What follows belongs to an exercise in optimizing a design on an open flow for small area, a short achievable clock period and few clock cycles per item; a production flow would make more cautious choices.
At most, simulation tests tie the RTL to the original design; equivalence was not proved.
Power figures rest on the tool's default switching activity, not on a simulated workload.

run 1:
## stripe_engine
module stripe_engine (
  input  wire        clk,
  input  wire        rst,
  input  wire        cmd_valid,
  output wire        cmd_ready,
  input  wire [1:0]  cmd_op,        
  input  wire [4:0]  cmd_dcount,    
  input  wire [21:0] cmd_miss,      
  input  wire        cmd_miss_p,    
  input  wire        cmd_miss_q,    
  input  wire        in_valid,
  output wire        in_ready,
  input  wire [63:0] in_data,
  output wire        res_valid,
  input  wire        res_ready,
  output reg  [2:0]  res_status,
  output reg  [4:0]  res_pos,
  output reg  [63:0] res_p,
  output reg  [63:0] res_q,
  output reg  [63:0] res_dx,
  output reg  [63:0] res_dy
);
Size in the first run: roughly 3200 cells after synthesis, about 370 I/O pins, about 30000 µm² of cells after synthesis.
==> flow/config.mk <==
export PLATFORM = sky130hd
export DESIGN_NAME = stripe_engine
export DESIGN_NICKNAME = stripe_engine
export VERILOG_FILES = /design/flow/design.v
export SDC_FILE = /design/flow/constraint.sdc
export NUM_CORES = 4
export LEC_CHECK = 0
export CAP_MARGIN = 20
export CORE_MARGIN = 2
export CORE_UTILIZATION = 65
export CTS_CLUSTER_DIAMETER = 60
export CTS_CLUSTER_SIZE = 28
export PLACE_DENSITY = 0.75
export SLEW_MARGIN = 20
==> flow/constraint.sdc <==
create_clock -name core_clock -period 15.0 [get_ports {clk}]
set_input_delay 3.0000 -clock core_clock [delete_from_list [all_inputs] [get_ports {clk}]]
set_output_delay 3.0000 -clock core_clock [all_outputs]
set_load 0.01 [all_outputs]
standard.sh (not shown) runs the stock make flow with config.mk's settings and CLKGATE_MAP_FILE= SYNTH_SCRIPT=/design/flow/synth_recipe.tcl, a recipe that flattens the netlist after the stock synthesis.
==> flow/flow/run.sh <==
#!/bin/bash
# Standard ORFS layout with a tighter repair target and small port buffers.
set -euo pipefail
bash standard.sh SETUP_SLACK_MARGIN=10.6 \
  "BUFFER_PORTS_ARGS=-buffer_cell sky130_fd_sc_hd__buf_1" finish > orfs_make.log 2>&1
The following lists how run 2 was set up differently from run 1:
-- flow/design.v --
<<< run 1, line 122
  reg        in_ready_r;
  reg        rdy_d, rdy_p, rdy_q;   
  reg        rec_r, chk_r;      
  reg [4:0]  n_r;               
>>> run 2, line 122
  reg        in_ready_r;
  reg        rdy_d, rdy_p, rdy_q;   
  reg        gq;                
  reg        rec_r, chk_r;      
  reg [4:0]  n_r;               
<<< run 1, line 168
  wire [7:0] la = res_dx[7:0];
  wire [7:0] lr = res_dy[7:0];
  wire [7:0] tp = res_p[63:56];
  wire [7:0] tq = res_q[63:56];
  wire [7:0] sp  = lp ^ la;
  wire [7:0] mr  = gf_mul(kr, lr);
>>> run 2, line 169
  wire [7:0] la = res_dx[7:0];
  wire [7:0] lr = res_dy[7:0];
  reg  [7:0] tp, tq;
  wire [7:0] sp  = lp ^ la;
  wire [7:0] mr  = gf_mul(kr, lr);
<<< run 1, line 224
      in_ready_r  <= 1'b0;
      rdy_d       <= 1'b0;
      rdy_p       <= 1'b0;
      rdy_q       <= 1'b0;
>>> run 2, line 224
      in_ready_r  <= 1'b0;
      rdy_d       <= 1'b0;
      gq          <= 1'b0;
      rdy_p       <= 1'b0;
      rdy_q       <= 1'b0;
<<< run 1, line 234
        in_ready_r  <= 1'b1;
        rdy_d       <= 1'b1;
      end
      if (beat_d & last_d) begin
        rdy_d      <= 1'b0;
>>> run 2, line 235
        in_ready_r  <= 1'b1;
        rdy_d       <= 1'b1;
        gq          <= ~((cmd_op == 2'd1) & cmd_miss[0]);
      end
      if (beat_d)
        gq <= ~last_d & ~(rec_r & miss_x[bnext]);
      if (beat_d & last_d) begin
        rdy_d      <= 1'b0;
<<< run 1, line 289
    if (rdy_d && missing && nd == 2'd1) yr <= bcnt;
  end
  always @(posedge clk) begin
    if (rdy_q) begin
      ldone  <= 1'b0;
>>> run 2, line 293
    if (rdy_d && missing && nd == 2'd1) yr <= bcnt;
  end
  wire [7:0] g_pos_k = g_pos(rdy_p ? xr : e_r);
  always @(posedge clk) begin
    if (rdy_p) begin
      kq <= s_c5 ? g_pos_k : g_neg(xr);
      kt <= g_tinv(yr - xr);
    end
    if (rdy_q) begin
      ldone  <= 1'b0;
<<< run 1, line 303
      m_mq   <= mq_r;
      n_pass <= n_r;
      kr     <= g_pos(e_r);
      kq     <= s_c5 ? g_pos(xr) : g_neg(xr);
      kt     <= g_tinv(yr - xr);
      found  <= 1'b0;
      bad    <= 1'b0;
>>> run 2, line 312
      m_mq   <= mq_r;
      n_pass <= n_r;
      kr     <= g_pos_k;
      found  <= 1'b0;
      bad    <= 1'b0;
<<< run 1, line 364
    end
  end
  wire [63:0] gd = in_data & {64{beat_d & ~missing}};
  always @(posedge clk) begin
    if (cmd_ready_r) begin
>>> run 2, line 371
    end
  end
  wire [63:0] gd = in_data & {64{in_valid & gq}};
  always @(posedge clk) begin
    if (cmd_ready_r) begin
<<< run 1, line 377
    s_u <= sp ^ mq ^ mr;
    s_x <= x1;
  end
  always @(posedge clk) begin
>>> run 2, line 384
    s_u <= sp ^ mq ^ mr;
    s_x <= x1;
    tp  <= sp;
    tq  <= sq;
  end
  always @(posedge clk) begin
Findings:
Run 2 finished every step from synthesis to the final layout, and the layout passed the timing, DRC and antenna checks. Run 1 → run 2: portion of the clock cycle consumed by the worst path in the final layout neither gained nor lost much, maximum clock skew at final layout has increased, wire length reported by the detailed router grew by 4.0%, critical path depth saw little to no change, number of clock buffers in the layout up 3. Overall power consumption for run 2: 52% up relative to run 1. The clock network power consumption of run 1 and that of run 2 are within noise of each other. Run 2 reports a higher flip-flop and latch count than run 1 does. The lower clock group share of total power of run 2 and run 1 is in run 2.
No functional check of the RTL was part of any run of this note.

Another version of the RTL of stripe_engine (not shown whole).
For scale: about 3,200 cells after synthesis, about 530 flip-flops, about 370 I/O pins.
export LEC_CHECK = 0
export CAP_MARGIN = 5
export CORE_MARGIN = 2
export CORE_UTILIZATION = 65
export CTS_CLUSTER_DIAMETER = 60
export CTS_CLUSTER_SIZE = 30
export PLACE_DENSITY = 0.75
export SLEW_MARGIN = 5
create_clock -name core_clock -period 15.0 [get_ports {clk}]
==> flow/flow/run.sh <==
#!/bin/bash
# Standard ORFS layout with a tighter repair target and small port buffers.
set -euo pipefail
bash standard.sh SETUP_SLACK_MARGIN=10.65 \
  "BUFFER_PORTS_ARGS=-buffer_cell sky130_fd_sc_hd__buf_1" finish > orfs_make.log 2>&1
The baseline produced a clean layout.
Testbench counts at the start, summed over its fixed seeds: cycles 37,082, items 1,920.
Rerun with:
--- a/flow/design.v
+++ b/flow/design.v
@@ -115,35 +115,38 @@
       (e == 5'd19) ? 8'h63 :
       (e == 5'd20) ? 8'hF2 :
       (e == 5'd21) ? 8'hE9 :
       8'h00;
   endfunction
   reg        busy_in;           
   reg        cmd_ready_r;
   reg        in_ready_r;
   reg        rdy_d, rdy_p, rdy_q;   
+  reg        gq;                
   reg        rec_r, chk_r;      
   reg [4:0]  n_r;               
   reg [21:0] miss_r;
   reg        mp_r, mq_r;
   reg [4:0]  bcnt;              
   reg [4:0]  xr, yr;            
   reg [1:0]  nd;                
   reg [63:0] pacc, racc;        
   assign cmd_ready = cmd_ready_r;
   assign in_ready  = in_ready_r;
   wire cmd_take  = cmd_valid & cmd_ready_r;
   wire beat_d    = in_valid & rdy_d;
   wire beat_p    = in_valid & rdy_p;
   wire beat_q    = in_valid & rdy_q;
-  wire missing   = rec_r & miss_r[0];      
+  reg  missing;                  
   reg  last_d;                   
   wire [4:0] bnext = bcnt + 5'd1;
+  wire [31:0] miss_x = {10'd0, miss_r};
+  wire [1:0] nd_next = (missing && nd != 2'd3) ? nd + 2'd1 : nd;
   reg [63:0] racc_x;
   integer l;
   always @(*) begin
     for (l = 0; l < 8; l = l + 1)
       racc_x[8*l +: 8] = gf_xinv(racc[8*l +: 8]);
   end
   reg        pass;              
   reg        ldone;             
   reg [3:0]  cnt;               
@@ -215,29 +218,33 @@
   wire s_c7 = rec_r & ~s_lost & (nd == 2'd2);
   wire [4:0] e_r = (s_c6 | s_c7) ? (n_r - 5'd1 - xr) : (n_r - 5'd1);
   wire idle_next = ~pass & ~(rv & ~res_ready);
   always @(posedge clk) begin
     if (rst) begin
       busy_in     <= 1'b0;
       cmd_ready_r <= 1'b1;
       in_ready_r  <= 1'b0;
       rdy_d       <= 1'b0;
+      gq          <= 1'b0;
       rdy_p       <= 1'b0;
       rdy_q       <= 1'b0;
       pass        <= 1'b0;
       rv          <= 1'b0;
     end else begin
       if (cmd_take) begin
         busy_in     <= 1'b1;
         cmd_ready_r <= 1'b0;
         in_ready_r  <= 1'b1;
         rdy_d       <= 1'b1;
+        gq          <= ~((cmd_op == 2'd1) & cmd_miss[0]);
       end
+      if (beat_d)
+        gq <= ~last_d & ~(rec_r & miss_x[bnext]);
       if (beat_d & last_d) begin
         rdy_d      <= 1'b0;
         in_ready_r <= idle_next;
         rdy_p      <= idle_next;
       end
       if (busy_in & ~rdy_d & ~rdy_q & ~in_ready_r) begin
         in_ready_r <= idle_next;
         rdy_p      <= idle_next;
       end
@@ -260,56 +267,58 @@
         pass <= 1'b0;
         rv   <= 1'b1;
       end
       if (rv && res_ready)
         rv <= 1'b0;
     end
   end
   always @(posedge clk) begin
     if (cmd_ready_r) begin
-      rec_r  <= (cmd_op == 2'd1);
-      chk_r  <= (cmd_op == 2'd2);
-      n_r    <= cmd_dcount;
-      miss_r <= cmd_miss;
-      mp_r   <= cmd_miss_p;
-      mq_r   <= cmd_miss_q;
-      bcnt   <= 5'd0;
-      nd     <= 2'd0;
-      last_d <= (cmd_dcount == 5'd1);
+      rec_r   <= (cmd_op == 2'd1);
+      chk_r   <= (cmd_op == 2'd2);
+      n_r     <= cmd_dcount;
+      miss_r  <= cmd_miss;
+      mp_r    <= cmd_miss_p;
+      mq_r    <= cmd_miss_q;
+      bcnt    <= 5'd0;
+      nd      <= 2'd0;
+      missing <= (cmd_op == 2'd1) & cmd_miss[0];
+      last_d  <= (cmd_dcount == 5'd1);
     end
     if (beat_d) begin
-      bcnt   <= bnext;
-      miss_r <= {1'b0, miss_r[21:1]};
-      last_d <= (bnext == n_r - 5'd1);
-      if (missing) begin
-        if (nd == 2'd0) xr <= bcnt;
-        if (nd == 2'd1) yr <= bcnt;
-        if (nd != 2'd3) nd <= nd + 2'd1;
-      end
+      bcnt    <= bnext;
+      nd      <= nd_next;
+      missing <= rec_r & miss_x[bnext];
+      last_d  <= (bnext == n_r - 5'd1);
     end
+    if (rdy_d && missing && nd == 2'd0) xr <= bcnt;
+    if (rdy_d && missing && nd == 2'd1) yr <= bcnt;
   end
+  wire [7:0] g_pos_k = g_pos(rdy_p ? xr : e_r);
   always @(posedge clk) begin
+    if (rdy_p) begin
+      kq <= s_c5 ? g_pos_k : g_neg(xr);
+      kt <= g_tinv(yr - xr);
+    end
     if (rdy_q) begin
       ldone  <= 1'b0;
       cnt    <= 4'd0;
       m_gen  <= ~rec_r & ~chk_r;
       m_chk  <= chk_r;
       m_lost <= s_lost;
       m_c4   <= s_c4;
       m_c5   <= s_c5;
       m_c6   <= s_c6;
       m_c7   <= s_c7;
       m_mp   <= mp_r;
       m_mq   <= mq_r;
       n_pass <= n_r;
-      kr     <= g_pos(e_r);
-      kq     <= s_c5 ? g_pos(xr) : g_neg(xr);
-      kt     <= g_tinv(yr - xr);
+      kr     <= g_pos_k;
       found  <= 1'b0;
       bad    <= 1'b0;
       spnz   <= 1'b0;
       sqnz   <= 1'b0;
       sact   <= 1'b0;
       xfound <= 1'b0;
     end else if (pass) begin
       if (!ldone) begin
         cnt <= cnt + 4'd1;
@@ -356,19 +365,19 @@
         else if (!spnz)          res_status <= ST_QBAD;
         else if (!sqnz)          res_status <= ST_PBAD;
         else if (!bad && xfound) begin
           res_status <= ST_DBAD;
           res_pos    <= xpos;
         end else                 res_status <= ST_LOST;
       end
     end
   end
-  wire [63:0] gd = in_data & {64{beat_d & ~missing}};
+  wire [63:0] gd = in_data & {64{in_valid & gq}};
   always @(posedge clk) begin
     if (cmd_ready_r) begin
       pacc <= 64'd0;
       racc <= 64'd0;
     end else begin
       pacc <= pacc ^ gd;
       racc <= racc ^ ({64{beat_d}} & (racc_x ^ racc)) ^ gd;
     end
   end
Final cell count grows slightly.
Combinational power goes up to 2.7 times its value.
Hold slack got worse by 0.019 ns.
Routed wire length grows by a few percent.
Synthesized cell count stays flat.
Utilization barely changes.
Clock skew came out higher by 0.041 ns.
Via count is higher by a few percent.
Sequential power increases by a few percent.
Design area is about the same.
Clock-buffer cell count went down by 2.
Die area is higher slightly.
Only the layout flow was run in the second run of this note; the RTL was not checked for function there.

-- static timing again, ports no longer ideal --
The results above use ideal ports. As a check the final layouts listed here were re-extracted and re-timed, cells and wires unchanged. Step 1 assumes that a clkbuf_16 drives the clock port and a buf_2 every other input. Step 2 moves the port delays by t, midway between the first and last clock arrival at a register: inputs arrive t later, outputs are due t later. That takes back most of the time a late clock gives input paths. Three values: ideal, step 1, step 2; two values: the first two.
run	t (ns)	setup WS [ns]	worst setup path at the end
run 1	0.643	10.608 / 10.544 / 10.096	input to register
run 2	0.641	10.597 / 10.533 / 10.128	input to register
the first run of note 2	0.645	10.655 / 10.595 / 10.113	input to register
the second run of note 2	0.649	10.644 / 10.578 / 10.102	input to register
After both steps setup and hold are still met in every run listed.
